This is an optimization exercise on Yosys and OpenROAD, whose aim is small area, a short achievable clock period and few clock cycles, not a production implementation.
Function was checked by simulation only, so behaviour that the tests miss may differ from the original.

<file path="flow/design.v">
module q9_dotacc (
    input  wire         clk,
    input  wire         rst,
    input  wire         in_valid,
    output wire         in_ready,
    input  wire         in_first,
    input  wire         in_last,
    input  wire         in_fmt,
    input  wire [127:0] in_w,
    input  wire [127:0] in_a,
    input  wire [15:0]  in_sw,
    input  wire [15:0]  in_sa,
    output reg          out_valid,
    output wire [31:0]  out_acc,
    output wire         out_nsc,
    output wire         out_of
);
    reg         r0_v, r0_first, r0_last, r0_fmt;
    reg [31:0]  r0_ps;
    reg [95:0]  r0_wm, r0_am;
    reg [15:0]  r0_sw, r0_sa;
    reg rdy;
    assign in_ready = rdy;
    integer i;
    always @(posedge clk) begin
        r0_v     <= ~rst & in_valid & in_ready;
        rdy      <= rst | ~(in_valid & in_ready & in_fmt);
        r0_first <= in_first;
        r0_last  <= in_last;
        r0_fmt   <= in_fmt;
        r0_sw    <= in_sw;
        r0_sa    <= in_sa;
        for (i = 0; i < 32; i = i + 1) begin
            r0_ps[i]         <= in_w[4*i+3] ^ in_a[4*i+3];
            r0_wm[3*i +: 3]  <= in_w[4*i +: 3];
            r0_am[3*i +: 3]  <= in_a[4*i +: 3];
        end
    end
    wire signed [12:0] s_lo, s_hi;
    q9_half_dot u_dot_lo (.ps(r0_ps[15:0]),  .wm(r0_wm[47:0]),  .am(r0_am[47:0]),  .s(s_lo));
    q9_half_dot u_dot_hi (.ps(r0_ps[31:16]), .wm(r0_wm[95:48]), .am(r0_am[95:48]), .s(s_hi));
    wire signed [13:0] s_first = {s_lo[12], s_lo} + (r0_fmt ? 14'sd0 : {s_hi[12], s_hi});
    reg         h_v, h_last;
    reg  [12:0] h_s;
    reg  [7:0]  h_sw, h_sa;
    always @(posedge clk) begin
        h_v    <= ~rst & ~h_v & r0_v & r0_fmt;
        h_last <= r0_last;
        h_s    <= s_hi;
        h_sw   <= r0_sw[15:8];
        h_sa   <= r0_sa[15:8];
    end
    reg                u_v, u_first, u_last, u_qf4;
    reg  signed [13:0] u_s;
    reg         [7:0]  u_sw, u_sa;
    always @(posedge clk) begin
        u_v     <= ~rst & (h_v | r0_v);
        u_first <= ~h_v & r0_first;
        u_last  <= h_v ? h_last : (r0_last & ~r0_fmt);
        u_qf4   <= h_v | r0_fmt;
        u_s     <= h_v ? {h_s[12], h_s} : s_first;
        u_sw    <= h_v ? h_sw : r0_sw[7:0];
        u_sa    <= h_v ? h_sa : r0_sa[7:0];
    end
    wire               c_nan, c_sign;
    wire        [18:0] c_sig;
    wire signed [9:0]  c_k;
    q9_contrib u_c (
        .s(u_s), .qf4(u_qf4), .sw(u_sw), .sa(u_sa),
        .c_nan(c_nan), .c_sign(c_sign), .c_sig(c_sig), .c_k(c_k)
    );
    reg         r1_v, r1_first, r1_last;
    reg         r1_nan, r1_sign;
    reg  [18:0] r1_sig;
    reg  [9:0]  r1_k;
    always @(posedge clk) begin
        r1_v     <= ~rst & u_v;
        r1_first <= u_v & u_first;
        r1_last  <= u_last;
        r1_nan   <= u_v & c_nan;
        r1_sign  <= c_sign;
        r1_sig   <= u_v ? c_sig : 19'd0;
        r1_k     <= u_v ? c_k : -10'sd32;
    end
    reg [31:0] acc;
    reg        nsc;
    reg        ovf;
    assign out_acc = acc;
    assign out_nsc = nsc;
    assign out_of  = ovf;
    wire [31:0] acc_start = r1_first ? 32'h0000_0000 : acc;
    wire [31:0] sum;
    wire        of;
    q9_acc_add u_add (
        .acc(acc_start), .c_nan(r1_nan), .c_sign(r1_sign), .c_sig(r1_sig),
        .c_k(r1_k), .res(sum), .ovf(of)
    );
    always @(posedge clk) begin
        if (rst) begin
            out_valid <= 1'b0;
        end else begin
            out_valid <= r1_v & r1_last;
        end
        acc <= sum;
        nsc <= (r1_first ? 1'b0 : nsc) | r1_nan;
        ovf <= (r1_first ? 1'b0 : ovf) | of;
    end
endmodule
module q9_half_dot (
    input  wire        [15:0] ps,
    input  wire        [47:0] wm,
    input  wire        [47:0] am,
    output wire signed [12:0] s
);
    function [7:0] fp4_prod;
        input [2:0] cw, ca;
        reg [3:0] hw, ha;    
        reg [6:0] oh;        
        reg       f3w, f3a, f3, f9;
        begin
            hw[0] = (cw == 3'd1) | (cw == 3'd3);
            hw[1] = (cw == 3'd2) | (cw == 3'd5);
            hw[2] = (cw == 3'd4) | (cw == 3'd7);
            hw[3] = (cw == 3'd6);
            ha[0] = (ca == 3'd1) | (ca == 3'd3);
            ha[1] = (ca == 3'd2) | (ca == 3'd5);
            ha[2] = (ca == 3'd4) | (ca == 3'd7);
            ha[3] = (ca == 3'd6);
            f3w = cw[0] & (cw[2] | cw[1]);
            f3a = ca[0] & (ca[2] | ca[1]);
            f3  = f3w ^ f3a;
            f9  = f3w & f3a;
            oh[0] = hw[0] & ha[0];
            oh[1] = (hw[0] & ha[1]) | (hw[1] & ha[0]);
            oh[2] = (hw[0] & ha[2]) | (hw[1] & ha[1]) | (hw[2] & ha[0]);
            oh[3] = (hw[0] & ha[3]) | (hw[1] & ha[2]) | (hw[2] & ha[1]) | (hw[3] & ha[0]);
            oh[4] = (hw[1] & ha[3]) | (hw[2] & ha[2]) | (hw[3] & ha[1]);
            oh[5] = (hw[2] & ha[3]) | (hw[3] & ha[2]);
            oh[6] = hw[3] & ha[3];
            fp4_prod[0] = oh[0];
            fp4_prod[1] = oh[1] | (f3 & oh[0]);
            fp4_prod[2] = oh[2] | (f3 & oh[1]);
            fp4_prod[3] = oh[3] | (f3 & oh[2]) | (f9 & oh[0]);
            fp4_prod[4] = oh[4] | (f3 & oh[3]) | (f9 & oh[1]);
            fp4_prod[5] = oh[5] | (f3 & oh[4]) | (f9 & oh[2]);
            fp4_prod[6] = oh[6] | (f3 & oh[5]) | (f9 & oh[3]);
            fp4_prod[7] = f9 & oh[4];
        end
    endfunction
    wire [7:0] x0 = fp4_prod(wm[0 +: 3], am[0 +: 3]) ^ {8{ps[0]}};
    wire [7:0] x1 = fp4_prod(wm[3 +: 3], am[3 +: 3]) ^ {8{ps[1]}};
    wire [7:0] x2 = fp4_prod(wm[6 +: 3], am[6 +: 3]) ^ {8{ps[2]}};
    wire [7:0] x3 = fp4_prod(wm[9 +: 3], am[9 +: 3]) ^ {8{ps[3]}};
    wire [7:0] x4 = fp4_prod(wm[12 +: 3], am[12 +: 3]) ^ {8{ps[4]}};
    wire [7:0] x5 = fp4_prod(wm[15 +: 3], am[15 +: 3]) ^ {8{ps[5]}};
    wire [7:0] x6 = fp4_prod(wm[18 +: 3], am[18 +: 3]) ^ {8{ps[6]}};
    wire [7:0] x7 = fp4_prod(wm[21 +: 3], am[21 +: 3]) ^ {8{ps[7]}};
    wire [7:0] x8 = fp4_prod(wm[24 +: 3], am[24 +: 3]) ^ {8{ps[8]}};
    wire [7:0] x9 = fp4_prod(wm[27 +: 3], am[27 +: 3]) ^ {8{ps[9]}};
    wire [7:0] x10 = fp4_prod(wm[30 +: 3], am[30 +: 3]) ^ {8{ps[10]}};
    wire [7:0] x11 = fp4_prod(wm[33 +: 3], am[33 +: 3]) ^ {8{ps[11]}};
    wire [7:0] x12 = fp4_prod(wm[36 +: 3], am[36 +: 3]) ^ {8{ps[12]}};
    wire [7:0] x13 = fp4_prod(wm[39 +: 3], am[39 +: 3]) ^ {8{ps[13]}};
    wire [7:0] x14 = fp4_prod(wm[42 +: 3], am[42 +: 3]) ^ {8{ps[14]}};
    wire [7:0] x15 = fp4_prod(wm[45 +: 3], am[45 +: 3]) ^ {8{ps[15]}};
    wire s1, c2, s3, c4, s5, c6, s7, c8, s9, c10, s11, c12, s13, c14, s15, c16, s17, c18, s19, c20, s21, c22, s23, c24, s25, c26, s27, c28, s29, c30, s31, c32, s33, c34, s35, c36, s37, c38, s39, c40, s41, c42, s43, c44, s45, c46, s47, c48, s49, c50, s51, c52, s53, c54, s55, c56, s57, c58, s59, c60, s61, c62, s63, c64, s65, c66, s67, c68, s69, c70, s71, c72, s73, c74, s75, c76, s77, c78, s79, c80, s81, c82, s83, c84, s85, c86, s87, c88, s89, c90, s91, c92, s93, c94, s95, c96, s97, c98, s99, c100, s101, c102, s103, c104, s105, c106, s107, c108, s109, c110, s111, c112, s113, c114, s115, c116, s117, c118, s119, c120, s121, c122, s123, c124, s125, c126, s127, c128, s129, c130, s131, c132, s133, c134, s135, c136, s137, c138, s139, c140, s141, c142, s143, c144, s145, c146, s147, c148, s149, c150, s151, c152, s153, c154, s155, c156, s157, c158, s159, c160, s161, c162, s163, c164, s165, c166, s167, c168, s169, c170, s171, c172, s173, c174, s175, c176, s177, c178, s179, c180, s181, c182, s183, c184, s185, c186, s187, c188, s189, c190, s191, c192, s193, c194, s195, c196, s197, c198, s199, c200, s201, c202, s203, c204, s205, c206, s207, c208, s209, c210, s211, c212, s213, c214, s215, c216, s217, c218, s219, c220, s221, c222, s223, c224, s225, c226, s227, c228, s229, c230, s231, c232, s233, c234, s235, c236, s237, c238, s239, c240, s241, c242, s243, c244, s245, c246, s247, c248, s249, c250, s251, c252, s253, c254, s255, c256, s257, c258, s259, c260, s261, c262, s263, c264, s265, c266, s267, c268, s269, c270, s271, c272, s273, c274, s275, c276, s277, c278, s279, c280, s281, c282, s283, c284, s285, c286, s287, c288, s289, c290, s291, c292, s293, c294, s295, c296, s297, c298, s299, c300, s301, c302;
    assign s1 = x0[0] ^ ps[0] ^ x1[0];
    assign c2 = (x0[0] & ps[0]) | (x0[0] & x1[0]) | (ps[0] & x1[0]);
    assign s3 = ps[1] ^ x2[0] ^ ps[2];
    assign c4 = (ps[1] & x2[0]) | (ps[1] & ps[2]) | (x2[0] & ps[2]);
    assign s5 = s1 ^ s3 ^ x3[0];
    assign c6 = (s1 & s3) | (s1 & x3[0]) | (s3 & x3[0]);
    assign s7 = ps[3] ^ x4[0] ^ ps[4];
    assign c8 = (ps[3] & x4[0]) | (ps[3] & ps[4]) | (x4[0] & ps[4]);
    assign s9 = x5[0] ^ ps[5] ^ x6[0];
    assign c10 = (x5[0] & ps[5]) | (x5[0] & x6[0]) | (ps[5] & x6[0]);
    assign s11 = ps[6] ^ x7[0] ^ ps[7];
    assign c12 = (ps[6] & x7[0]) | (ps[6] & ps[7]) | (x7[0] & ps[7]);
    assign s13 = x8[0] ^ ps[8];
    assign c14 = x8[0] & ps[8];
    assign s15 = c2 ^ c4 ^ x0[1];
    assign c16 = (c2 & c4) | (c2 & x0[1]) | (c4 & x0[1]);
    assign s17 = x1[1] ^ x2[1] ^ x3[1];
    assign c18 = (x1[1] & x2[1]) | (x1[1] & x3[1]) | (x2[1] & x3[1]);
    assign s19 = s5 ^ s7 ^ s9;
    assign c20 = (s5 & s7) | (s5 & s9) | (s7 & s9);
    assign s21 = s11 ^ s13 ^ x9[0];
    assign c22 = (s11 & s13) | (s11 & x9[0]) | (s13 & x9[0]);
    assign s23 = ps[9] ^ x10[0] ^ ps[10];
    assign c24 = (ps[9] & x10[0]) | (ps[9] & ps[10]) | (x10[0] & ps[10]);
    assign s25 = c6 ^ c8 ^ c10;
    assign c26 = (c6 & c8) | (c6 & c10) | (c8 & c10);
    assign s27 = c12 ^ c14 ^ s15;
    assign c28 = (c12 & c14) | (c12 & s15) | (c14 & s15);
    assign s29 = s17 ^ x4[1] ^ x5[1];
    assign c30 = (s17 & x4[1]) | (s17 & x5[1]) | (x4[1] & x5[1]);
    assign s31 = x6[1] ^ x7[1] ^ x8[1];
    assign c32 = (x6[1] & x7[1]) | (x6[1] & x8[1]) | (x7[1] & x8[1]);
    assign s33 = x9[1] ^ x10[1];
    assign c34 = x9[1] & x10[1];
    assign s35 = c16 ^ c18 ^ x0[2];
    assign c36 = (c16 & c18) | (c16 & x0[2]) | (c18 & x0[2]);
    assign s37 = x1[2] ^ x2[2] ^ x3[2];
    assign c38 = (x1[2] & x2[2]) | (x1[2] & x3[2]) | (x2[2] & x3[2]);
    assign s39 = x4[2] ^ x5[2] ^ x6[2];
    assign c40 = (x4[2] & x5[2]) | (x4[2] & x6[2]) | (x5[2] & x6[2]);
    assign s41 = x7[2] ^ x8[2] ^ x9[2];
    assign c42 = (x7[2] & x8[2]) | (x7[2] & x9[2]) | (x8[2] & x9[2]);
    assign s43 = x10[2] ^ x11[2] ^ x12[2];
    assign c44 = (x10[2] & x11[2]) | (x10[2] & x12[2]) | (x11[2] & x12[2]);
    assign s45 = x0[3] ^ x1[3] ^ x2[3];
    assign c46 = (x0[3] & x1[3]) | (x0[3] & x2[3]) | (x1[3] & x2[3]);
    assign s47 = x3[3] ^ x4[3] ^ x5[3];
    assign c48 = (x3[3] & x4[3]) | (x3[3] & x5[3]) | (x4[3] & x5[3]);
    assign s49 = x6[3] ^ x7[3] ^ x8[3];
    assign c50 = (x6[3] & x7[3]) | (x6[3] & x8[3]) | (x7[3] & x8[3]);
    assign s51 = x9[3] ^ x10[3] ^ x11[3];
    assign c52 = (x9[3] & x10[3]) | (x9[3] & x11[3]) | (x10[3] & x11[3]);
    assign s53 = x0[4] ^ x1[4] ^ x2[4];
    assign c54 = (x0[4] & x1[4]) | (x0[4] & x2[4]) | (x1[4] & x2[4]);
    assign s55 = x3[4] ^ x4[4] ^ x5[4];
    assign c56 = (x3[4] & x4[4]) | (x3[4] & x5[4]) | (x4[4] & x5[4]);
    assign s57 = x6[4] ^ x7[4] ^ x8[4];
    assign c58 = (x6[4] & x7[4]) | (x6[4] & x8[4]) | (x7[4] & x8[4]);
    assign s59 = x9[4] ^ x10[4];
    assign c60 = x9[4] & x10[4];
    assign s61 = x0[5] ^ x1[5] ^ x2[5];
    assign c62 = (x0[5] & x1[5]) | (x0[5] & x2[5]) | (x1[5] & x2[5]);
    assign s63 = x3[5] ^ x4[5] ^ x5[5];
    assign c64 = (x3[5] & x4[5]) | (x3[5] & x5[5]) | (x4[5] & x5[5]);
    assign s65 = x6[5] ^ x7[5] ^ x8[5];
    assign c66 = (x6[5] & x7[5]) | (x6[5] & x8[5]) | (x7[5] & x8[5]);
    assign s67 = x9[5] ^ x10[5];
    assign c68 = x9[5] & x10[5];
    assign s69 = x0[6] ^ x1[6] ^ x2[6];
    assign c70 = (x0[6] & x1[6]) | (x0[6] & x2[6]) | (x1[6] & x2[6]);
    assign s71 = x3[6] ^ x4[6] ^ x5[6];
    assign c72 = (x3[6] & x4[6]) | (x3[6] & x5[6]) | (x4[6] & x5[6]);
    assign s73 = x6[6] ^ x7[6] ^ x8[6];
    assign c74 = (x6[6] & x7[6]) | (x6[6] & x8[6]) | (x7[6] & x8[6]);
    assign s75 = x9[6] ^ x10[6];
    assign c76 = x9[6] & x10[6];
    assign s77 = x0[7] ^ x1[7] ^ x2[7];
    assign c78 = (x0[7] & x1[7]) | (x0[7] & x2[7]) | (x1[7] & x2[7]);
    assign s79 = x3[7] ^ x4[7] ^ x5[7];
    assign c80 = (x3[7] & x4[7]) | (x3[7] & x5[7]) | (x4[7] & x5[7]);
    assign s81 = x6[7] ^ x7[7] ^ x8[7];
    assign c82 = (x6[7] & x7[7]) | (x6[7] & x8[7]) | (x7[7] & x8[7]);
    assign s83 = x9[7] ^ x10[7];
    assign c84 = x9[7] & x10[7];
    assign s85 = ~ps[0] ^ ~ps[1] ^ ~ps[2];
    assign c86 = (~ps[0] & ~ps[1]) | (~ps[0] & ~ps[2]) | (~ps[1] & ~ps[2]);
    assign s87 = ~ps[3] ^ ~ps[4] ^ ~ps[5];
    assign c88 = (~ps[3] & ~ps[4]) | (~ps[3] & ~ps[5]) | (~ps[4] & ~ps[5]);
    assign s89 = ~ps[6] ^ ~ps[7] ^ ~ps[8];
    assign c90 = (~ps[6] & ~ps[7]) | (~ps[6] & ~ps[8]) | (~ps[7] & ~ps[8]);
    assign s91 = ~ps[9] ^ ~ps[10];
    assign c92 = ~ps[9] & ~ps[10];
    assign s93 = s19 ^ s21 ^ s23;
    assign c94 = (s19 & s21) | (s19 & s23) | (s21 & s23);
    assign s95 = x11[0] ^ ps[11] ^ x12[0];
    assign c96 = (x11[0] & ps[11]) | (x11[0] & x12[0]) | (ps[11] & x12[0]);
    assign s97 = c20 ^ c22 ^ c24;
    assign c98 = (c20 & c22) | (c20 & c24) | (c22 & c24);
    assign s99 = s25 ^ s27 ^ s29;
    assign c100 = (s25 & s27) | (s25 & s29) | (s27 & s29);
    assign s101 = s31 ^ s33 ^ x11[1];
    assign c102 = (s31 & s33) | (s31 & x11[1]) | (s33 & x11[1]);
    assign s103 = c26 ^ c28 ^ c30;
    assign c104 = (c26 & c28) | (c26 & c30) | (c28 & c30);
    assign s105 = c32 ^ c34 ^ s35;
    assign c106 = (c32 & c34) | (c32 & s35) | (c34 & s35);
    assign s107 = s37 ^ s39 ^ s41;
    assign c108 = (s37 & s39) | (s37 & s41) | (s39 & s41);
    assign s109 = s43 ^ x13[2];
    assign c110 = s43 & x13[2];
    assign s111 = c36 ^ c38 ^ c40;
    assign c112 = (c36 & c38) | (c36 & c40) | (c38 & c40);
    assign s113 = c42 ^ c44 ^ s45;
    assign c114 = (c42 & c44) | (c42 & s45) | (c44 & s45);
    assign s115 = s47 ^ s49 ^ s51;
    assign c116 = (s47 & s49) | (s47 & s51) | (s49 & s51);
    assign s117 = x12[3] ^ x13[3] ^ x14[3];
    assign c118 = (x12[3] & x13[3]) | (x12[3] & x14[3]) | (x13[3] & x14[3]);
    assign s119 = c46 ^ c48 ^ c50;
    assign c120 = (c46 & c48) | (c46 & c50) | (c48 & c50);
    assign s121 = c52 ^ s53 ^ s55;
    assign c122 = (c52 & s53) | (c52 & s55) | (s53 & s55);
    assign s123 = s57 ^ s59 ^ x11[4];
    assign c124 = (s57 & s59) | (s57 & x11[4]) | (s59 & x11[4]);
    assign s125 = x12[4] ^ x13[4] ^ x14[4];
    assign c126 = (x12[4] & x13[4]) | (x12[4] & x14[4]) | (x13[4] & x14[4]);
    assign s127 = c54 ^ c56 ^ c58;
    assign c128 = (c54 & c56) | (c54 & c58) | (c56 & c58);
    assign s129 = c60 ^ s61 ^ s63;
    assign c130 = (c60 & s61) | (c60 & s63) | (s61 & s63);
    assign s131 = s65 ^ s67 ^ x11[5];
    assign c132 = (s65 & s67) | (s65 & x11[5]) | (s67 & x11[5]);
    assign s133 = x12[5] ^ x13[5] ^ x14[5];
    assign c134 = (x12[5] & x13[5]) | (x12[5] & x14[5]) | (x13[5] & x14[5]);
    assign s135 = c62 ^ c64 ^ c66;
    assign c136 = (c62 & c64) | (c62 & c66) | (c64 & c66);
    assign s137 = c68 ^ s69 ^ s71;
    assign c138 = (c68 & s69) | (c68 & s71) | (s69 & s71);
    assign s139 = s73 ^ s75 ^ x11[6];
    assign c140 = (s73 & s75) | (s73 & x11[6]) | (s75 & x11[6]);
    assign s141 = x12[6] ^ x13[6] ^ x14[6];
    assign c142 = (x12[6] & x13[6]) | (x12[6] & x14[6]) | (x13[6] & x14[6]);
    assign s143 = c70 ^ c72 ^ c74;
    assign c144 = (c70 & c72) | (c70 & c74) | (c72 & c74);
    assign s145 = c76 ^ s77 ^ s79;
    assign c146 = (c76 & s77) | (c76 & s79) | (s77 & s79);
    assign s147 = s81 ^ s83 ^ x11[7];
    assign c148 = (s81 & s83) | (s81 & x11[7]) | (s83 & x11[7]);
    assign s149 = x12[7] ^ x13[7] ^ x14[7];
    assign c150 = (x12[7] & x13[7]) | (x12[7] & x14[7]) | (x13[7] & x14[7]);
    assign s151 = c78 ^ c80 ^ c82;
    assign c152 = (c78 & c80) | (c78 & c82) | (c80 & c82);
    assign s153 = c84 ^ s85 ^ s87;
    assign c154 = (c84 & s85) | (c84 & s87) | (s85 & s87);
    assign s155 = s89 ^ s91 ^ ~ps[11];
    assign c156 = (s89 & s91) | (s89 & ~ps[11]) | (s91 & ~ps[11]);
    assign s157 = ~ps[12] ^ ~ps[13] ^ ~ps[14];
    assign c158 = (~ps[12] & ~ps[13]) | (~ps[12] & ~ps[14]) | (~ps[13] & ~ps[14]);
    assign s159 = s93 ^ s95 ^ ps[12];
    assign c160 = (s93 & s95) | (s93 & ps[12]) | (s95 & ps[12]);
    assign s161 = x13[0] ^ ps[13];
    assign c162 = x13[0] & ps[13];
    assign s163 = c94 ^ c96 ^ s97;
    assign c164 = (c94 & c96) | (c94 & s97) | (c96 & s97);
    assign s165 = s99 ^ s101 ^ x12[1];
    assign c166 = (s99 & s101) | (s99 & x12[1]) | (s101 & x12[1]);
    assign s167 = x13[1] ^ x14[1];
    assign c168 = x13[1] & x14[1];
    assign s169 = c98 ^ c100 ^ c102;
    assign c170 = (c98 & c100) | (c98 & c102) | (c100 & c102);
    assign s171 = s103 ^ s105 ^ s107;
    assign c172 = (s103 & s105) | (s103 & s107) | (s105 & s107);
    assign s173 = s109 ^ x14[2] ^ x15[2];
    assign c174 = (s109 & x14[2]) | (s109 & x15[2]) | (x14[2] & x15[2]);
    assign s175 = c104 ^ c106 ^ c108;
    assign c176 = (c104 & c106) | (c104 & c108) | (c106 & c108);
    assign s177 = c110 ^ s111 ^ s113;
    assign c178 = (c110 & s111) | (c110 & s113) | (s111 & s113);
    assign s179 = s115 ^ s117 ^ x15[3];
    assign c180 = (s115 & s117) | (s115 & x15[3]) | (s117 & x15[3]);
    assign s181 = c112 ^ c114 ^ c116;
    assign c182 = (c112 & c114) | (c112 & c116) | (c114 & c116);
    assign s183 = c118 ^ s119 ^ s121;
    assign c184 = (c118 & s119) | (c118 & s121) | (s119 & s121);
    assign s185 = s123 ^ s125 ^ x15[4];
    assign c186 = (s123 & s125) | (s123 & x15[4]) | (s125 & x15[4]);
    assign s187 = c120 ^ c122 ^ c124;
    assign c188 = (c120 & c122) | (c120 & c124) | (c122 & c124);
    assign s189 = c126 ^ s127 ^ s129;
    assign c190 = (c126 & s127) | (c126 & s129) | (s127 & s129);
    assign s191 = s131 ^ s133 ^ x15[5];
    assign c192 = (s131 & s133) | (s131 & x15[5]) | (s133 & x15[5]);
    assign s193 = c128 ^ c130 ^ c132;
    assign c194 = (c128 & c130) | (c128 & c132) | (c130 & c132);
    assign s195 = c134 ^ s135 ^ s137;
    assign c196 = (c134 & s135) | (c134 & s137) | (s135 & s137);
    assign s197 = s139 ^ s141 ^ x15[6];
    assign c198 = (s139 & s141) | (s139 & x15[6]) | (s141 & x15[6]);
    assign s199 = c136 ^ c138 ^ c140;
    assign c200 = (c136 & c138) | (c136 & c140) | (c138 & c140);
    assign s201 = c142 ^ s143 ^ s145;
    assign c202 = (c142 & s143) | (c142 & s145) | (s143 & s145);
    assign s203 = s147 ^ s149 ^ x15[7];
    assign c204 = (s147 & s149) | (s147 & x15[7]) | (s149 & x15[7]);
    assign s205 = c144 ^ c146 ^ c148;
    assign c206 = (c144 & c146) | (c144 & c148) | (c146 & c148);
    assign s207 = c150 ^ s151 ^ s153;
    assign c208 = (c150 & s151) | (c150 & s153) | (s151 & s153);
    assign s209 = s155 ^ s157 ^ ~ps[15];
    assign c210 = (s155 & s157) | (s155 & ~ps[15]) | (s157 & ~ps[15]);
    assign s211 = c152 ^ c154 ^ c156;
    assign c212 = (c152 & c154) | (c152 & c156) | (c154 & c156);
    assign s213 = c158 ^ c86 ^ c88;
    assign c214 = (c158 & c86) | (c158 & c88) | (c86 & c88);
    assign s215 = c90 ^ c92;
    assign c216 = c90 & c92;
    assign s217 = s159 ^ s161 ^ x14[0];
    assign c218 = (s159 & s161) | (s159 & x14[0]) | (s161 & x14[0]);
    assign s219 = c160 ^ c162 ^ s163;
    assign c220 = (c160 & c162) | (c160 & s163) | (c162 & s163);
    assign s221 = s165 ^ s167;
    assign c222 = s165 & s167;
    assign s223 = c164 ^ c166 ^ c168;
    assign c224 = (c164 & c166) | (c164 & c168) | (c166 & c168);
    assign s225 = s169 ^ s171 ^ s173;
    assign c226 = (s169 & s171) | (s169 & s173) | (s171 & s173);
    assign s227 = c170 ^ c172 ^ c174;
    assign c228 = (c170 & c172) | (c170 & c174) | (c172 & c174);
    assign s229 = s175 ^ s177 ^ s179;
    assign c230 = (s175 & s177) | (s175 & s179) | (s177 & s179);
    assign s231 = c176 ^ c178 ^ c180;
    assign c232 = (c176 & c178) | (c176 & c180) | (c178 & c180);
    assign s233 = s181 ^ s183 ^ s185;
    assign c234 = (s181 & s183) | (s181 & s185) | (s183 & s185);
    assign s235 = c182 ^ c184 ^ c186;
    assign c236 = (c182 & c184) | (c182 & c186) | (c184 & c186);
    assign s237 = s187 ^ s189 ^ s191;
    assign c238 = (s187 & s189) | (s187 & s191) | (s189 & s191);
    assign s239 = c188 ^ c190 ^ c192;
    assign c240 = (c188 & c190) | (c188 & c192) | (c190 & c192);
    assign s241 = s193 ^ s195 ^ s197;
    assign c242 = (s193 & s195) | (s193 & s197) | (s195 & s197);
    assign s243 = c194 ^ c196 ^ c198;
    assign c244 = (c194 & c196) | (c194 & c198) | (c196 & c198);
    assign s245 = s199 ^ s201 ^ s203;
    assign c246 = (s199 & s201) | (s199 & s203) | (s201 & s203);
    assign s247 = c200 ^ c202 ^ c204;
    assign c248 = (c200 & c202) | (c200 & c204) | (c202 & c204);
    assign s249 = s205 ^ s207 ^ s209;
    assign c250 = (s205 & s207) | (s205 & s209) | (s207 & s209);
    assign s251 = c206 ^ c208 ^ c210;
    assign c252 = (c206 & c208) | (c206 & c210) | (c208 & c210);
    assign s253 = s211 ^ s213 ^ s215;
    assign c254 = (s211 & s213) | (s211 & s215) | (s213 & s215);
    assign s255 = c212 ^ c214;
    assign c256 = c212 & c214;
    assign s257 = s217 ^ ps[14];
    assign c258 = s217 & ps[14];
    assign s259 = c218 ^ s219 ^ s221;
    assign c260 = (c218 & s219) | (c218 & s221) | (s219 & s221);
    assign s261 = c220 ^ c222 ^ s223;
    assign c262 = (c220 & c222) | (c220 & s223) | (c222 & s223);
    assign s263 = c224 ^ c226 ^ s227;
    assign c264 = (c224 & c226) | (c224 & s227) | (c226 & s227);
    assign s265 = c228 ^ c230 ^ s231;
    assign c266 = (c228 & c230) | (c228 & s231) | (c230 & s231);
    assign s267 = c232 ^ c234 ^ s235;
    assign c268 = (c232 & c234) | (c232 & s235) | (c234 & s235);
    assign s269 = c236 ^ c238 ^ s239;
    assign c270 = (c236 & c238) | (c236 & s239) | (c238 & s239);
    assign s271 = c240 ^ c242 ^ s243;
    assign c272 = (c240 & c242) | (c240 & s243) | (c242 & s243);
    assign s273 = c244 ^ c246 ^ s247;
    assign c274 = (c244 & c246) | (c244 & s247) | (c246 & s247);
    assign s275 = c248 ^ c250 ^ s251;
    assign c276 = (c248 & c250) | (c248 & s251) | (c250 & s251);
    assign s277 = c252 ^ c254 ^ s255;
    assign c278 = (c252 & c254) | (c252 & s255) | (c254 & s255);
    assign s279 = s257 ^ x15[0];
    assign c280 = s257 & x15[0];
    assign s281 = c258 ^ s259 ^ x15[1];
    assign c282 = (c258 & s259) | (c258 & x15[1]) | (s259 & x15[1]);
    assign s283 = c260 ^ s261 ^ s225;
    assign c284 = (c260 & s261) | (c260 & s225) | (s261 & s225);
    assign s285 = c262 ^ s263 ^ s229;
    assign c286 = (c262 & s263) | (c262 & s229) | (s263 & s229);
    assign s287 = c264 ^ s265 ^ s233;
    assign c288 = (c264 & s265) | (c264 & s233) | (s265 & s233);
    assign s289 = c266 ^ s267 ^ s237;
    assign c290 = (c266 & s267) | (c266 & s237) | (s267 & s237);
    assign s291 = c268 ^ s269 ^ s241;
    assign c292 = (c268 & s269) | (c268 & s241) | (s269 & s241);
    assign s293 = c270 ^ s271 ^ s245;
    assign c294 = (c270 & s271) | (c270 & s245) | (s271 & s245);
    assign s295 = c272 ^ s273 ^ s249;
    assign c296 = (c272 & s273) | (c272 & s249) | (s273 & s249);
    assign s297 = c274 ^ s275 ^ s253;
    assign c298 = (c274 & s275) | (c274 & s253) | (s275 & s253);
    assign s299 = c276 ^ s277 ^ c216;
    assign c300 = (c276 & s277) | (c276 & c216) | (s277 & c216);
    assign s301 = c278 ^ c256;
    assign c302 = c278 & c256;
    wire [12:0] ra = {c302, c300, c298, c296, c294, c292, c290, c288, c286, c284, c282, c280, s279};
    wire [12:0] rb = {1'b1, s301, s299, s297, s295, s293, s291, s289, s287, s285, s283, s281, ps[15]};
    wire [13:0] rc;
    wire [12:0] rs;
    assign rc[0] = 1'b0;
    genvar k;
    generate
        for (k = 0; k < 13; k = k + 1) begin : g_rca
            assign rs[k]   = ra[k] ^ rb[k] ^ rc[k];
            assign rc[k+1] = (ra[k] & rb[k]) | (ra[k] & rc[k]) | (rb[k] & rc[k]);
        end
    endgenerate
    assign s = rs;
endmodule
module q9_contrib (
    input  wire signed [13:0] s,
    input  wire               qf4,
    input  wire        [7:0]  sw,
    input  wire        [7:0]  sa,
    output wire               c_nan,
    output wire               c_sign,
    output wire        [18:0] c_sig,
    output wire signed [9:0]  c_k
);
    wire [12:0] s_abs = s[13] ? -s[12:0] : s[12:0];
    wire [3:0] sig_w = qf4 ? {(sw[7:3] != 5'd0), sw[2:0]} : 4'd1;
    wire [3:0] sig_a = qf4 ? {(sa[7:3] != 5'd0), sa[2:0]} : 4'd1;
    wire [4:0] ew    = (sw[7:3] == 5'd0) ? 5'd1 : sw[7:3];
    wire [4:0] ea    = (sa[7:3] == 5'd0) ? 5'd1 : sa[7:3];
    wire [16:0] mag_w    = s_abs * sig_w;
    wire [18:0] mag      = mag_w * sig_a;
    wire signed [10:0] e_lsb = qf4 ? ($signed({6'd0, ew}) + $signed({6'd0, ea}) - 11'sd38)
                                   : ($signed({3'd0, sw}) + $signed({3'd0, sa}) - 11'sd256);
    reg [4:0] lz;
    integer i;
    always @(*) begin
        lz = 5'd19;
        for (i = 0; i < 19; i = i + 1)
            if (mag[i]) lz = 5'd18 - i[4:0];
    end
    wire zero = (mag == 19'd0);
    assign c_nan  = (sw == 8'hFF) | (sa == 8'hFF);
    assign c_sign = s[13] & ~zero;
    assign c_sig  = mag << lz;
    wire signed [10:0] k_raw = e_lsb + 11'sd145 - $signed({6'd0, lz});
    assign c_k    = (zero | (k_raw < -11'sd32)) ? -10'sd32
                  : (k_raw > 11'sd256) ? 10'sd256 : k_raw[9:0];
endmodule
module q9_acc_add (
    input  wire        [31:0] acc,
    input  wire               c_nan,
    input  wire               c_sign,
    input  wire        [18:0] c_sig,
    input  wire signed [9:0]  c_k,
    output reg         [31:0] res,
    output reg                ovf
);
    wire [7:0]  a_e   = acc[30:23];
    wire        a_nz  = (a_e != 8'd0);
    wire        a_max = (a_e == 8'hFF);
    wire        a_nan = a_max & (acc[22:0] != 23'd0);
    wire        a_inf = a_max & (acc[22:0] == 23'd0);
    wire [23:0] a_sig = {a_nz, acc[22:0]};
    wire [7:0]  a_e1  = {a_e[7:1], a_e[0] | ~a_nz};
    wire [23:0] c_s24 = {c_sig, 5'd0};
    wire signed [10:0] d_ac = $signed({3'd0, a_e1}) - $signed({c_k[9], c_k});
    wire signed [10:0] d_ca = $signed({c_k[9], c_k}) - $signed({3'd0, a_e1});
    wire        a_ge  = (a_sig >= c_s24);
    wire        e_gt  = ($signed({2'd0, a_e1}) > c_k);
    wire        e_eq  = ({2'd0, a_e1} == c_k);
    wire        a_big = e_gt | (e_eq & a_ge);
    wire [10:0] d     = a_big ? d_ac : d_ca;
    wire [4:0]  sh    = (d > 11'd27) ? 5'd27 : d[4:0];
    wire [23:0] big_sig = a_big ? a_sig : c_s24;
    wire [23:0] sml_sig = a_big ? c_s24 : a_sig;
    wire        s_big   = a_big ? acc[31] : c_sign;
    wire        s_sml   = a_big ? c_sign : acc[31];
    wire [9:0]  eb_big  = a_big ? {2'd0, a_e1} - 10'd1 : c_k - 10'd1;
    wire [26:0] al0 = {sml_sig, 3'd0};
    wire [26:0] al1 = sh[4] ? {16'd0, al0[26:17], al0[16:0] != 17'd0}  : al0;
    wire [26:0] al2 = sh[3] ? { 8'd0, al1[26:9],  al1[8:0]  != 9'd0}   : al1;
    wire [26:0] al3 = sh[2] ? { 4'd0, al2[26:5],  al2[4:0]  != 5'd0}   : al2;
    wire [26:0] al4 = sh[1] ? { 2'd0, al3[26:3],  al3[2:0]  != 3'd0}   : al3;
    wire [26:0] s_al = sh[0] ? { 1'd0, al4[26:2], al4[1:0]  != 2'd0}   : al4;
    wire [26:0] b_al = {big_sig, 3'd0};
    wire        sub  = s_big ^ s_sml;
    wire [27:0] x    = {1'b0, b_al} + ({1'b0, s_al} ^ {28{sub}}) + {27'd0, sub};
    wire        neg  = sub & x[27];
    wire        s_lo = (s_al[2:0] != 3'd0);
    wire [27:0] m    = neg ? {1'b0, ~x[26:3], s_al[2:0]} : x;
    wire        sgn  = neg ? s_sml : s_big;
    wire        zero = ~neg & (x == 28'd0);
    wire [26:0] bar  = (eb_big > 10'd26) ? 27'd0 : (27'h4000000 >> eb_big[4:0]);
    wire [26:0] xb   = x[26:0] | bar;
    reg [4:0] ls;
    integer i;
    always @(*) begin
        ls = 5'd27;
        for (i = 0; i < 27; i = i + 1)
            if (xb[i]) ls = 5'd26 - i[4:0];
    end
    wire [26:0] xn   = x[26:0] << ls;
    wire [26:0] mn   = neg ? m[26:0] : xn;
    wire [23:0] kept = m[27] ? m[27:4] : mn[26:3];
    wire        g    = m[27] ? m[3]    : mn[2];
    wire        st   = m[27] ? (m[2:0] != 3'd0) : (mn[1:0] != 2'd0);
    wire        up   = (g & (st | kept[0])) | (neg & ~s_lo);
    wire [24:0] kinc = {1'b0, kept} + 25'd1;
    wire [24:0] kr   = up ? kinc : {1'b0, kept};
    wire [9:0]  e_base = m[27] ? eb_big + 10'd1 : eb_big - {5'd0, ls};
    wire [9:0]  e_fld  = e_base + {8'd0, kr[24:23]};
    wire        e_ovf  = (e_base >= 10'd255) | ((e_base == 10'd254) & (kr[24] | kr[23]))
                       | ((e_base == 10'd253) & kr[24]);
    always @(*) begin
        ovf = 1'b0;
        if (c_nan | a_nan) begin
            res = 32'h7FC0_0000;
        end else if (a_inf) begin
            res = acc;
        end else if (zero) begin
            res = 32'h0000_0000;
        end else if (e_ovf) begin
            res = {sgn, 8'hFF, 23'd0};
            ovf = 1'b1;
        end else begin
            res = {sgn, e_fld[7:0], kr[22:0]};
        end
    end
endmodule
</file>
<file path="flow/flow/run.sh">
#!/bin/bash
# The standard layout (the standard.sh) with three changes to how it is
# built:
#  - synthesis is the standard synthesis script with the final ABC
#    mapping of combinational logic done by flow/q9_abc.script (an
#    area-oriented script) -- see flow/q9_synth.tcl;
#  - every input and output port is buffered by sky130_fd_sc_hd__buf_1 instead
#    of the cell buffer_ports picks by default (clkdlybuf4s50_1);
#  - clock tree synthesis runs with the flow's usual arguments plus
#    -dont_use_dummy_load, with sinks clustered 22 at a time within 300 um.
# Each tool's output goes to the ORFS logs under orfs/logs; this script's own
# output goes to flow_run.log in the folder it runs in.
set -euo pipefail
export Q9_WORK="$PWD"
export Q9_ABC_SCRIPT="$PWD/flow/q9_abc.script"
bash standard.sh \
  "SYNTH_SCRIPT=$PWD/flow/q9_synth.tcl" \
  "BUFFER_PORTS_ARGS=-buffer_cell sky130_fd_sc_hd__buf_1" \
  "CTS_ARGS=-sink_clustering_enable -repair_clock_nets -sink_clustering_size 22 -sink_clustering_max_diameter 300 -dont_use_dummy_load" \
  finish > flow_run.log 2>&1
</file>
<file path="flow/flow/q9_abc.script">
strash
dch
amap
strash
dch
amap
topo
stime -c
buffer -c
upsize -c
dnsize -c
</file>
<file path="flow/flow/q9_synth.tcl">
# The standard synthesis (its synth_recipe.tcl, sourced unchanged), with
# one change: the final ABC technology mapping of the combinational logic uses
# flow/q9_abc.script, an area-oriented script, instead of ORFS's
# abc_area.script. Registers are mapped before that step and are not passed
# to ABC, so they are the standard synthesis's.
proc abc {args} {
    set i [lsearch -exact $args -script]
    if {$i >= 0} {
        set args [lreplace $args [expr {$i + 1}] [expr {$i + 1}] $::env(Q9_ABC_SCRIPT)]
    }
    puts "q9_synth: abc with $::env(Q9_ABC_SCRIPT)"
    yosys abc {*}$args
}
source $::env(Q9_WORK)/synth_recipe.tcl
</file>
<file path="flow/standard.sh">
#!/bin/bash
# synth_recipe.tcl (not shown) runs the flow's synth.tcl, then flattens the netlist and writes it again
# the make line also repeats each setting of config.mk as NAME=value (left out here)
make -C /OpenROAD-flow-scripts/flow DESIGN_CONFIG=/design/flow/config.mk WORK_HOME=/design/flow/orfs CLKGATE_MAP_FILE= SYNTH_SCRIPT=/design/flow/synth_recipe.tcl "${@:-finish}"
</file>
<file path="flow/config.mk">
export PLATFORM = sky130hd
export DESIGN_NAME = q9_dotacc
export DESIGN_NICKNAME = q9_dotacc
export VERILOG_FILES = /design/flow/design.v
export SDC_FILE = /design/flow/constraint.sdc
export NUM_CORES = 4
export LEC_CHECK = 0
export ABC_AREA = 1
export CAP_MARGIN = 20
export CORE_MARGIN = 2
export CORE_UTILIZATION = 70
export CTS_CLUSTER_DIAMETER = 300
export CTS_CLUSTER_SIZE = 22
export SLEW_MARGIN = 20
</file>
<file path="flow/constraint.sdc">
create_clock -name core_clock -period 90.0 [get_ports {clk}]
set_input_delay 18.0000 -clock core_clock [delete_from_list [all_inputs] [get_ports {clk}]]
set_output_delay 18.0000 -clock core_clock [all_outputs]
set_load 0.01 [all_outputs]
</file>
==> run notes, run 1 <==
- Chip width: 243 µm
- Largest net degree at the start of global routing: 65
- Yosys reg bits: 395
- Placeable Area: 56,300 µm²
- CP Launch Type: flop
- Ys flop type: dfxtp_1
- Xor/xnor share of the synthesized area: 0.000660
- Syn_area_per_cell: 7.30 µm²
- Reg2Reg Depth: 77
- Clock Latency Late Sink: 0.58 ns
- Max Cap Viol: 0
- Sequential share of the synthesized area: 0.199
- Warning count from the yosys run: 4
- Clk slew on worst S/H paths: 0.08 ns
- Post-CTS setup buffer count: 0
- 1st-pass router iterations: 7
- CP Capture Type: output pin
- Ys async rst share: 0
- GP Congestion: 0.989
- Top-area cell type share of the netlist area: 0.199
- Count of pins over their slew limit: 0
- DP Area: 41,600 µm²
- H-tree Lvls: 1
- Worst-Margin Slew: 1.09 ns
- Via count: 38.4k
- Post-cts gate resize count: 0
- Largest family of logic cells by synthesized area: compound AO/OA/AOI/OAI gates
- CP max FO: 2
- Reg2reg end: acc[0]$_SDFF_PN0_
- Final worst path period need: 19.09 ns
- Setup tns final: 0 ns
- Critical Path Stages: 1
- WL final: 108 mm
- Tightest Hold Check Type: flop to flop
- Die H: 243 µm
- Fin area: 42,100 µm²
- Commonest cells post-synth: nor2_1 (997), inv_1 (806), o21ai_0 (473), dfxtp_1 (395), a21oi_1 (393)
- # nets final: 6,541
- Crit path largest cell delay: 0.36 ns
- FMAX: 0.0524 GHz
- CTS sink count: 395
- CP max stage cell: dfxtp_1
- Area Overhead vs Synth: 5.77%
- DIE AREA: 58,800 µm²
- Mapped Nets: 6,313
- Overflow left after global routing: 0
- Initial antenna violation count: 3
- DP HPWL: 89.1 mm
- Synth Area in Adders: 0.241
- Vias in the first global route: 35.9k
- Delay-heaviest family, CP: flip-flops
- Layout cells sized above 1: 0.0444
- Crit share post-route: 0.212
- Setup ws final: 70.91 ns
- Biggest area consumer among synthesized cells: dfxtp_1
- Critical Path, Cell by Cell: buf_1
- Site row count: 87
- Root Driver: clkbuf_16
- Post-synthesis compound-gate area fraction: 0.263
- Final Hold Viols: 0
- Critical path class: flop to output pin
- IO buf count: 329
- Mux cell area share after synthesis: 0
- Pre-CTS setup slack: 71.44 ns
- Gr usage total: 0.358
- CTS tree: done
- WP buf/inv: 1
- Worst R2R Start: r1_first$_DFF_P_
- Count leader, synth: nor2_1
- DRC errors left: 0
- Io pins: 330
- Wire per inst: 16.7 µm
- Hold-fix buffers, CTS: 0
- CP Launch Point: acc[13]$_SDFF_PN0_
- Mapped Area: 39,800 µm²
- RSZ-0062 raised after global routing: false
- Via-per-instance ratio: 5.96
- First-pass GRT wire length: 174 mm
- DR iter-0 viols: 3,350
- CTS Buf Count: 21
- Clock skew: 0.0231 ns
- Slew HR: 0.271
- Initial Util: 0.708
- Reg2reg setup slack: 73.68 ns
- Crit path arrival time: 1.09 ns
- Netlist cell types: 94
- Antenna-violating nets left: 0
- Fillers: 4,496
- Post-synth EDFFs: 0
- Required time worst endpoint: 72.00 ns
- Max Root-Sink Buffers: 3
- Status: finished clean
- Final setup viols: 0
- Synthesized instance count: 5,455
- Synth top area cells: dfxtp_1 (20%), fa_1 (17%), nor2_1 (9.4%), inv_1 (7.6%), ha_1 (7.1%)
- Crit path to: out_acc[13]
- Post-Synth Simple-Gate Area: 0.202
layout by cell type (no fill, tap or decap), types with 111 or more instances in the layout:
| master | count |
|---|---|
| nor2_1 | 997 |
| inv_1 | 806 |
| o21ai_0 | 472 |
| dfxtp_1 | 395 |
| a21oi_1 | 393 |
| nand2_1 | 381 |
| fa_1 | 338 |
| buf_1 | 329 |
| o22ai_1 | 272 |
| ha_1 | 226 |
| or2_2 | 112 |
| o22a_1 | 111 |
metal layers:
metal	part of all wire	wire (µm)	vias to the layer above	GRT usage
li1	-	-	19000	-
met2	0.47	51000	1522	0.622
met3	0.074	7990	268	0.0435
met4	0.036	3880	2	0.125
met5	0.00012	13	-	0
met1	0.42	44700	17600	0.460
how the worst min path moves through the flow:
stage / from / to / slack (ns) / cells past startpoint
finish: r0_sw[9]$_DFF_P_ / h_sw[1]$_DFF_P_ / 0.33 / 0
global route: r0_sw[9]$_DFF_P_ / h_sw[1]$_DFF_P_ / 0.34 / 0
CTS: r0_sw[9]$_DFF_P_ / h_sw[1]$_DFF_P_ / 0.33 / 0
detailed placement: r0_sw[9]$_DFF_P_ / h_sw[1]$_DFF_P_ / 0.31 / 0
global placement: r0_sa[11]$_DFF_P_ / h_sa[3]$_DFF_P_ / 0.31 / 0
floorplan: r0_sa[8]$_DFF_P_ / h_sa[0]$_DFF_P_ / 0.31 / 0
kinds of logic (layout without fill, tap and decap cells):
| family | count (synthesis) | after routing |
|---|---|---|
| other cells | 0 | 2 |
| simple gates | 1839 | 1839 |
| xor+xnor | 3 | 3 |
| compound gates | 1665 | 1665 |
| fa+ha+maj | 564 | 564 |
| flops | 395 | 395 |
| buf+inv | 989 | 1215 |
sequential cells by signal, indices dropped and copies added (netlist names), 8 cells and up:
signal and cells:
r0_am 96, h_sw 8, h_s 13, r1_k 10, r0_ps 32, acc 32, u_sa 8, h_sa 8
r0_sw 16, r0_sa 16, r1_sig 19, u_s 14, r0_wm 96, u_sw 8
stage by stage:
step	cells	hold WS (ns)	util
floorplan	5455	0.310	-
global placement	6414	0.311	0.739
detailed placement	6414	0.312	0.739
CTS	6435	0.329	0.748
global route	6439	0.336	0.748
finish	6439	0.329	0.748
cell type report:
| type | instances | area, µm² | share of cell area |
|---|---|---|---|
| multi-input combinational | 4071 | 28100 | 0.668 |
| sequential | 395 | 7910 | 0.188 |
| inverter | 838 | 3150 | 0.0748 |
| timing repair buffer | 356 | 1440 | 0.0343 |
| tap | 756 | 946 | 0.0225 |
| clock buffer | 21 | 526 | 0.0125 |
| antenna | 2 | 5.00 | 0.000119 |
Testbench counts, summed over its fixed seeds: cycles 46,863.
==> inputs of run 2 (changes only) <==
==> flow/flow/q9_abc.script (replaced) <==
strash
dch
amap
strash
dch
amap
strash
dch
amap
topo
stime -c
buffer -c
upsize -c
dnsize -c
==> run notes, run 2 <==
- Status: finished clean
- First-pass GRT wire length: 172 mm
- CP Launch Type: flop
- Post-cts gate resize count: 0
- FMAX: 0.0524 GHz
- Count leader, synth: nor2_1
- Mapped Area: 39,600 µm²
- 1st-pass router iterations: 7
- Sequential share of the synthesized area: 0.199
- # nets final: 6,520
- Final Hold Viols: 0
- DR iter-0 viols: 3,559
- Max Cap Viol: 0
- Crit share post-route: 0.212
- Clk slew on worst S/H paths: 0.08 ns
- Post-synth EDFFs: 0
- Most common cell after layout, fill and taps aside: nor2_1
- Syn_area_per_cell: 7.31 µm²
- IO buf count: 329
- Biggest area consumer among synthesized cells: dfxtp_1
- WL final: 107 mm
- Placed Instances: 6,395
- Post-CTS setup buffer count: 0
- Ys async rst share: 0
- CP Capture Type: output pin
- Crit path largest cell delay: 0.35 ns
- Layout cells sized above 1: 0.0449
- Ys flop type: dfxtp_1
- Commonest cells post-synth: nor2_1 (1,031), inv_1 (789), o21ai_0 (450), dfxtp_1 (395), nand2_1 (394)
- Count of pins over their slew limit: 0
- Hold-fix buffers, CTS: 0
- Fin area: 42,000 µm²
- Placeable Area: 56,200 µm²
- H-tree Lvls: 1
- Initial Util: 0.706
- Mapped Nets: 6,277
- CTS Buf Count: 21
- GP Congestion: 0.994
- Max Root-Sink Buffers: 3
- Finished Layout Cells: 6,416
- Final Core Density: 0.747
- Final worst path period need: 19.09 ns
- DRC errors left: 0
- Delay-heaviest family, CP: flip-flops
- Area Overhead vs Synth: 5.87%
- Required time worst endpoint: 72.00 ns
- CP max stage cell: dfxtp_1
- Ant. Diodes: 0
- Setup ws final: 70.91 ns
- Crit path arrival time: 1.09 ns
- CTS tree: done
- CTS sink count: 395
- Site row count: 87
- RSZ-0062 raised after global routing: false
- Warning count from the yosys run: 4
- Largest net degree at the start of global routing: 64
- Antenna-violating nets left: 0
- DP HPWL: 88.6 mm
- Yosys reg bits: 395
- Synth top area cells: dfxtp_1 (20%), fa_1 (17%), nor2_1 (9.8%), inv_1 (7.5%), ha_1 (7.1%)
- Gr usage total: 0.357
- Netlist cell types: 90
- Vias in the first global route: 35.6k
- DP Area: 41,400 µm²
- Chip width: 242 µm
- Via-per-instance ratio: 5.96
- Setup tns final: 0 ns
- Tightest Hold Check Type: flop to flop
- Via count: 38.2k
- Critical path class: flop to output pin
- Wire per inst: 16.7 µm
- Final setup viols: 0
- Initial antenna violation count: 0
- Overflow left after global routing: 0
- Commonest cells after routing, fill and taps aside: nor2_1 (1,031), inv_1 (789), o21ai_0 (449)
- Top-area cell type share of the netlist area: 0.199
- Slew HR: 0.279
- Die H: 242 µm
- WP buf/inv: 1
- Pre-CTS setup slack: 71.44 ns
- Synthesized instance count: 5,419
- Root Driver: clkbuf_16
- Clock skew: 0.0154 ns
- DIE AREA: 58,500 µm²
- CP max FO: 2
- Io pins: 330
- Largest regs: r0_am: 96 flops, r0_wm: 96 flops
- Worst-Margin Slew: 1.08 ns
- Clock Latency Late Sink: 0.57 ns
- Critical Path, Cell by Cell: buf_1
==> run 2: kinds of logic after synthesis <==
| family | after synthesis | synth area share |
|---|---|---|
| xor+xnor | 1 | 0.000221 |
| buf+inv | 968 | 0.0937 |
| compound gates | 1590 | 0.254 |
| fa+ha+maj | 564 | 0.242 |
| simple gates | 1901 | 0.211 |
| flops | 395 | 0.199 |
==> run 2: worst paths after layout <==
path                                    startpoint                 end  slack, ns  cells after the start
worst max register to register    r1_first$_DFF_P_  acc[30]$_SDFF_PN1_      71.96                     95
worst max-delay path            acc[10]$_SDFF_PN0_         out_acc[10]      70.91                      1
worst min-delay path              r0_sw[9]$_DFF_P_     h_sw[1]$_DFF_P_       0.33                      0
worst min register to register    r0_sw[9]$_DFF_P_     h_sw[1]$_DFF_P_       0.33                      0
==> run 2: area by class of cell <==
type	instances	area [µm²]
Multi-Input combinational cell	4056	28000
Fill cell	4513	14200
Sequential cell	395	7910
Inverter	832	3130
Timing Repair Buffer	356	1440
Tap cell	756	946
Clock buffer	21	526
==> run 2: metal layers <==
layer / part of all wire / up-vias / global-route usage
met2: 0.47 / 1541 / 0.616
met5: 0 / - / 0
met4: 0.036 / 0 / 0.118
met3: 0.077 / 267 / 0.0445
met1: 0.41 / 17500 / 0.465
li1: - / 18900 / -
==> run 2: metrics by stage <==
| step | hold WS [ns] |
|---|---|
| final | 0.329 |
| after global routing | 0.340 |
| after CTS | 0.331 |
| after detailed placement | 0.312 |
| after global placement | 0.311 |
| after floorplan | 0.310 |
==> inputs of run 3 (changes only) <==
--- a/flow/config.mk
+++ b/flow/config.mk
@@ -8,7 +8,7 @@
 export ABC_AREA = 1
 export CAP_MARGIN = 20
 export CORE_MARGIN = 2
-export CORE_UTILIZATION = 70
+export CORE_UTILIZATION = 80
 export CTS_CLUSTER_DIAMETER = 300
 export CTS_CLUSTER_SIZE = 22
 export SLEW_MARGIN = 20
==> run notes, run 3 <==
- Status: finished clean
- Critical Path, Cell by Cell: buf_1
- DIE AREA: 51,300 µm²
- Most common cell after layout, fill and taps aside: nor2_1
- CP max stage cell: dfxtp_1
- Critical path class: flop to output pin
- Final Hold Viols: 0
- Clock Latency Late Sink: 0.59 ns
- Mapped Nets: 6,277
- Final setup viols: 0
- Area Overhead vs Synth: 5.50%
- Netlist cell types: 90
- H-tree Lvls: 1
- Initial antenna violation count: 1
- Chip width: 227 µm
- WP buf/inv: 1
- DP HPWL: 94.1 mm
- Fillers: 2,870
- CP max FO: 2
- Largest net degree at the start of global routing: 63
- Required time worst endpoint: 72.00 ns
- Wire per inst: 18.8 µm
- CTS tree: done
- WL final: 119 mm
- Crit share post-route: 0.213
- Gr usage total: 0.452
- CP Capture Type: output pin
- Tightest Hold Check Type: flop to flop
- Warning count from the yosys run: 4
- Synth top area cells: dfxtp_1 (20%), fa_1 (17%), nor2_1 (9.8%), inv_1 (7.5%), ha_1 (7.1%)
- Root Driver: clkbuf_16
- Yosys reg bits: 395
- Area of the multi-input gates: 28,000 µm²
- Pre-CTS setup slack: 71.46 ns
- Antenna-violating nets left: 0
- Top-area cell type share of the netlist area: 0.199
- CTS sink count: 395
- Count leader, synth: nor2_1
- Worst-Margin Slew: 1.19 ns
- Clk slew on worst S/H paths: 0.09 ns
- Sequential share of the synthesized area: 0.199
- # nets final: 6,515
- Biggest area consumer among synthesized cells: dfxtp_1
- Delay-heaviest family, CP: flip-flops
- DRC errors left: 0
- Register area: 7910 µm²
- Hold-fix buffers, CTS: 0
- Via count: 41.0k
- Syn_area_per_cell: 7.31 µm²
- Vias in the first global route: 39.0k
- Crit path arrival time: 1.17 ns
- First-pass GRT wire length: 186 mm
- Post-CTS setup buffer count: 0
- Synthesized instance count: 5,419
- Initial Util: 0.810
- Layout cells sized above 1: 0.0440
- FMAX: 0.0522 GHz
- RSZ-0062 raised after global routing: false
- GP Congestion: 1.04
- Commonest cells after routing, fill and taps aside: nor2_1 (1,031), inv_1 (789), o21ai_0 (450)
- Clock skew: 0.0409 ns
- IO buf count: 329
- Setup tns final: 0 ns
- CP Launch Type: flop
- Mapped Area: 39,600 µm²
- Post-cts gate resize count: 0
- Ys async rst share: 0
- Placeable Area: 49,000 µm²
- Site row count: 81
- Final worst path period need: 19.17 ns
- Overflow left after global routing: 0
- Slew HR: 0.205
- Die H: 227 µm
- Max Root-Sink Buffers: 3
- Setup ws final: 70.83 ns
- Commonest cells post-synth: nor2_1 (1,031), inv_1 (789), o21ai_0 (450), dfxtp_1 (395), nand2_1 (394)
- CTS Buf Count: 21
- Max Cap Viol: 0
- Crit path largest cell delay: 0.42 ns
- Count of pins over their slew limit: 0
- Post-synth EDFFs: 0
- Io pins: 330
- Largest regs: r0_am: 96 flops, r0_wm: 96 flops
- 1st-pass router iterations: 8
- Via-per-instance ratio: 6.49
- DR iter-0 viols: 5,018
- Ys flop type: dfxtp_1
-- run 3: cell counts after synthesis --
Identical to the previous run, type by type.
-- run 3: routing by layer --
layer / part of all wire / GRT usage / up-vias
li1: - / - / 18900
met1: 0.36 / 0.528 / 18500
met2: 0.46 / 0.767 / 2792
met3: 0.10 / 0.0875 / 776
met4: 0.077 / 0.286 / 0
met5: 0 / 0 / -
-- run 3: worst paths after layout --
check	end	slack, ns	start	cells after the start
worst min-delay path	h_sw[5]$_DFF_P_	0.32	r0_sw[13]$_DFF_P_	0
worst max-delay path	out_acc[28]	70.83	acc[28]$_SDFF_PN1_	1
worst min register to register	h_sw[5]$_DFF_P_	0.32	r0_sw[13]$_DFF_P_	0
worst max register to register	acc[30]$_SDFF_PN1_	71.52	r1_first$_DFF_P_	92
-- run 3: kinds of logic (layout without fill, tap and decap cells) --
kind of cell    Yosys count  in the layout  share of synthesized area
other cells               0              1                          0
simple gates           1901           1901                      0.211
compound gates         1590           1590                      0.254
xor+xnor                  1              1                   0.000221
buf+inv                 968           1204                     0.0937
fa+ha+maj               564            564                      0.242
flops                   395            395                      0.199
-- run 3: layout make-up --
type,count,area share
repair buffers,351,0.0335
clock buffers,21,0.0126
well taps,664,0.0199
flip-flops and latches,395,0.189
diodes,1,0.0000598
multi-input cells,4056,0.670
inverters,832,0.0747
-- run 3: per-stage QoR --
step                utilization  std cells  hold slack [ns]  cell area (µm²)
finish                    0.854       6320            0.325            41800
CTS                       0.854       6318            0.326            41800
global placement          0.843       6297            0.310            41300
global route              0.854       6320            0.329            41800
detailed placement        0.843       6297            0.312            41300
floorplan                     -       5419            0.310            39600
-- run 3: worst reg2reg max path: cells and delay by family (launching register included) --
kind	cells	cell delay (ns)
DFF	1	0.31
AOI/OAI and AO/OA	27	4.99
buffers and inverters	17	3.58
adders and majority gates	4	1.00
and+or+nand+nor	44	8.44
==> inputs of run 4 (changes only) <==
--- a/flow/flow/run.sh
+++ b/flow/flow/run.sh
@@ -1,9 +1,9 @@
 #!/bin/bash
 # The standard layout (the standard.sh) with three changes to how it is
 # built:
-#  - synthesis is the standard synthesis script with the final ABC
-#    mapping of combinational logic done by flow/q9_abc.script (an
-#    area-oriented script) -- see flow/q9_synth.tcl;
+#  - synthesis is the standard synthesis script run with Yosys's synth
+#    -noabc and with the final ABC mapping of combinational logic done by
+#    flow/q9_abc.script (an area-oriented script) -- see flow/q9_synth.tcl;
 #  - every input and output port is buffered by sky130_fd_sc_hd__buf_1 instead
 #    of the cell buffer_ports picks by default (clkdlybuf4s50_1);
 #  - clock tree synthesis runs with the flow's usual arguments plus
==> flow/flow/q9_abc.script (replaced) <==
strash
dch
amap
strash
dch
amap
topo
stime -c
buffer -c
upsize -c
dnsize -c
==> flow/flow/q9_synth.tcl (replaced) <==
# The standard synthesis (its synth_recipe.tcl, read and run as it is) with
# two changes:
#  - Yosys's synth runs with -noabc as well as -nofsm -noshare, so the quick
#    ABC pass inside synth's fine step is skipped and full adders are
#    extracted from the logic as written, without the inverters that pass
#    leaves around them;
#  - the final ABC technology mapping of combinational logic uses
#    flow/q9_abc.script, an area-oriented script, instead of ORFS's
#    abc_area.script.
# Registers are mapped before ABC and are not passed to it, so they are the
# standard synthesis's; the design is flattened and renamed as synth_recipe.tcl
# does.
proc abc {args} {
    set i [lsearch -exact $args -script]
    if {$i >= 0} {
        set args [lreplace $args [expr {$i + 1}] [expr {$i + 1}] $::env(Q9_ABC_SCRIPT)]
    }
    puts "q9_synth: abc with $::env(Q9_ABC_SCRIPT)"
    yosys abc {*}$args
}
set q9_f [open $::env(Q9_WORK)/synth_recipe.tcl]
set q9_text [read $q9_f]
close $q9_f
set q9_text [string map {"yosys synth -nofsm -noshare" "yosys synth -nofsm -noshare -noabc"} $q9_text]
eval $q9_text
--- a/flow/config.mk
+++ b/flow/config.mk
@@ -8,7 +8,7 @@
 export ABC_AREA = 1
 export CAP_MARGIN = 20
 export CORE_MARGIN = 2
-export CORE_UTILIZATION = 80
+export CORE_UTILIZATION = 70
 export CTS_CLUSTER_DIAMETER = 300
 export CTS_CLUSTER_SIZE = 22
 export SLEW_MARGIN = 20
==> run notes, run 4 <==
- Placeable Area: 54,900 µm²
- CTS sink count: 395
- Final setup viols: 0
- H-tree Lvls: 1
- RSZ-0062 raised after global routing: false
- Setup tns final: 0 ns
- Top-area cell type share of the netlist area: 0.204
- Required time worst endpoint: 72.00 ns
- CP max stage cell: dfxtp_1
- Commonest cells post-synth: nor2_1 (939), o21ai_0 (517), inv_1 (485), nand2_1 (454), dfxtp_1 (395)
- Crit path largest cell delay: 0.37 ns
- Clock skew: 0.0195 ns
- Ys async rst share: 0
- Ys flop type: dfxtp_1
- CTS Buf Count: 21
- Antenna-violating nets left: 0
- Mapped Nets: 5,985
- Ant. Diodes: 0
- Io pins: 330
- Final worst path period need: 19.10 ns
- IO buf count: 329
- Max Root-Sink Buffers: 3
- Area Overhead vs Synth: 5.68%
- Overflow left after global routing: 0
- CTS tree: done
- Finished Layout Cells: 6,015
- Count of pins over their slew limit: 0
- Post-cts gate resize count: 0
- Commonest cells after routing, fill and taps aside: nor2_1 (939), o21ai_0 (517), inv_1 (485)
- Biggest area consumer among synthesized cells: dfxtp_1
- Placed Instances: 5,994
- Yosys reg bits: 395
- WP buf/inv: 1
- GP Congestion: 1.04
- WL final: 106 mm
- Critical Path, Cell by Cell: buf_1
- 1st-pass router iterations: 9
- Post-CTS setup buffer count: 0
- Die H: 239 µm
- Initial Util: 0.706
- Via-per-instance ratio: 6.13
- DR iter-0 viols: 3,016
- Crit share post-route: 0.212
- Final Hold Viols: 0
- Chip width: 239 µm
- FMAX: 0.0523 GHz
- Area of the multi-input gates: 28,400 µm²
- Hold-fix buffers, CTS: 0
- Slew HR: 0.234
- CP Capture Type: output pin
- CP max FO: 3
- Max Cap Viol: 0
- Fillers: 4,339
- Status: finished clean
- Final Core Density: 0.747
- Most common cell after layout, fill and taps aside: nor2_1
- Syn_area_per_cell: 7.62 µm²
- Gr usage total: 0.368
- Worst-Margin Slew: 1.14 ns
- Count leader, synth: nor2_1
- Via count: 36.9k
- Largest regs: r0_am: 96 flops, r0_wm: 96 flops
- DP HPWL: 88.4 mm
- Synth top area cells: dfxtp_1 (20%), fa_1 (18%), nor2_1 (9.1%), ha_1 (8.1%), o21ai_0 (6.7%)
- Vias in the first global route: 34.5k
- CP Launch Type: flop
- Register area: 7910 µm²
- Sequential share of the synthesized area: 0.204
- Initial antenna violation count: 1
- Tightest Hold Check Type: flop to flop
- Critical path class: flop to output pin
- DRC errors left: 0
- First-pass GRT wire length: 169 mm
- Crit path arrival time: 1.10 ns
- Warning count from the yosys run: 4
- Delay-heaviest family, CP: flip-flops
- Worst hold margin: 0.331 ns
- Site row count: 86
- DIE AREA: 57,300 µm²
- Netlist cell types: 86
- Post-synth EDFFs: 0
- Mapped Area: 38,800 µm²
- Layout cells sized above 1: 0.0442
- Clk slew on worst S/H paths: 0.09 ns
- Clock Latency Late Sink: 0.57 ns
- Largest net degree at the start of global routing: 65
- # nets final: 6,210
- Root Driver: clkbuf_16
- Wire per inst: 17.7 µm
- Synthesized instance count: 5,088
-- run 4: cell count changes after synthesis, sizes merged, moves of 16 or more --
cell and delta:
inv -316, a21oi -107, nor2 -99, o21ai +68, nand2 +63, nor3 -41
nor2b +31, a211oi +27, o221ai -26, ha +25, clkbuf +22, buf -16
or2 +16, or3 -16
-- run 4: path summary, 6_finish.rpt --
check / from / endpoint / slack, ns / depth (start not counted)
worst max-delay path: acc[28]$_SDFF_PP1_ / out_acc[28] / 70.90 / 1
worst min-delay path: r0_sa[11]$_DFF_P_ / h_sa[3]$_DFF_P_ / 0.33 / 0
worst max register to register: r1_first$_DFF_P_ / acc[25]$_SDFF_PP1_ / 71.77 / 79
worst min register to register: r0_sa[11]$_DFF_P_ / h_sa[3]$_DFF_P_ / 0.33 / 0
-- run 4: metal layers --
metal / share of wire / vias up / global-route usage / wire, µm
met1: 0.41 / 16900 / 0.467 / 43400
met5: 0.00013 / - / 0 / 14
met4: 0.045 / 2 / 0.147 / 4790
met3: 0.083 / 292 / 0.0638 / 8820
li1: - / 18100 / - / -
met2: 0.46 / 1531 / 0.625 / 49400
-- run 4: per-stage QoR --
step / setup WS [ns] / area (µm²)
floorplan: 71.64 / 38800
detailed placement: 71.47 / 40400
global route: 70.43 / 41000
finish: 70.90 / 41000
CTS: 70.88 / 41000
global placement: 71.50 / 40400
-- run 4: final cells by class --
type                       instances  share of cell area
multi-input combinational       4041               0.693
clock buffer                      21              0.0128
tap                              704              0.0215
timing repair buffer             344              0.0330
sequential                       395               0.193
inverter                         510              0.0469
-- run 4: cells by family after synthesis --
kind of cell,synth area share
simple gates,0.210
compound gates,0.258
buf+inv,0.0646
fa+ha+maj,0.263
flops,0.204
xor+xnor,0.000678

static timing again, ports no longer ideal:
Ports are ideal in the flow. The routed layouts listed here were re-timed in OpenROAD. Step 1, drivers: a clkbuf_16 drives clk and a buf_2 each remaining input, both assumed. Step 2 moves the port delays by t, midway between the first and last clock arrival at a register: inputs arrive t later, outputs are due t later. That takes back most of the time a late clock gives input paths. a / b / c = no drivers / after step 1 / after step 2; a / b = the first two.
run	t, ns	setup WS [ns]	cell pins on the clock port's net
run 1	0.631	70.910 / 70.843 / 71.424	1
run 2	0.631	70.914 / 70.849 / 71.448	1
run 3	0.633	70.830 / 70.763 / 71.396	1
run 4	0.625	70.898 / 70.833 / 71.456	1
After both steps setup and hold are still met in every run listed.
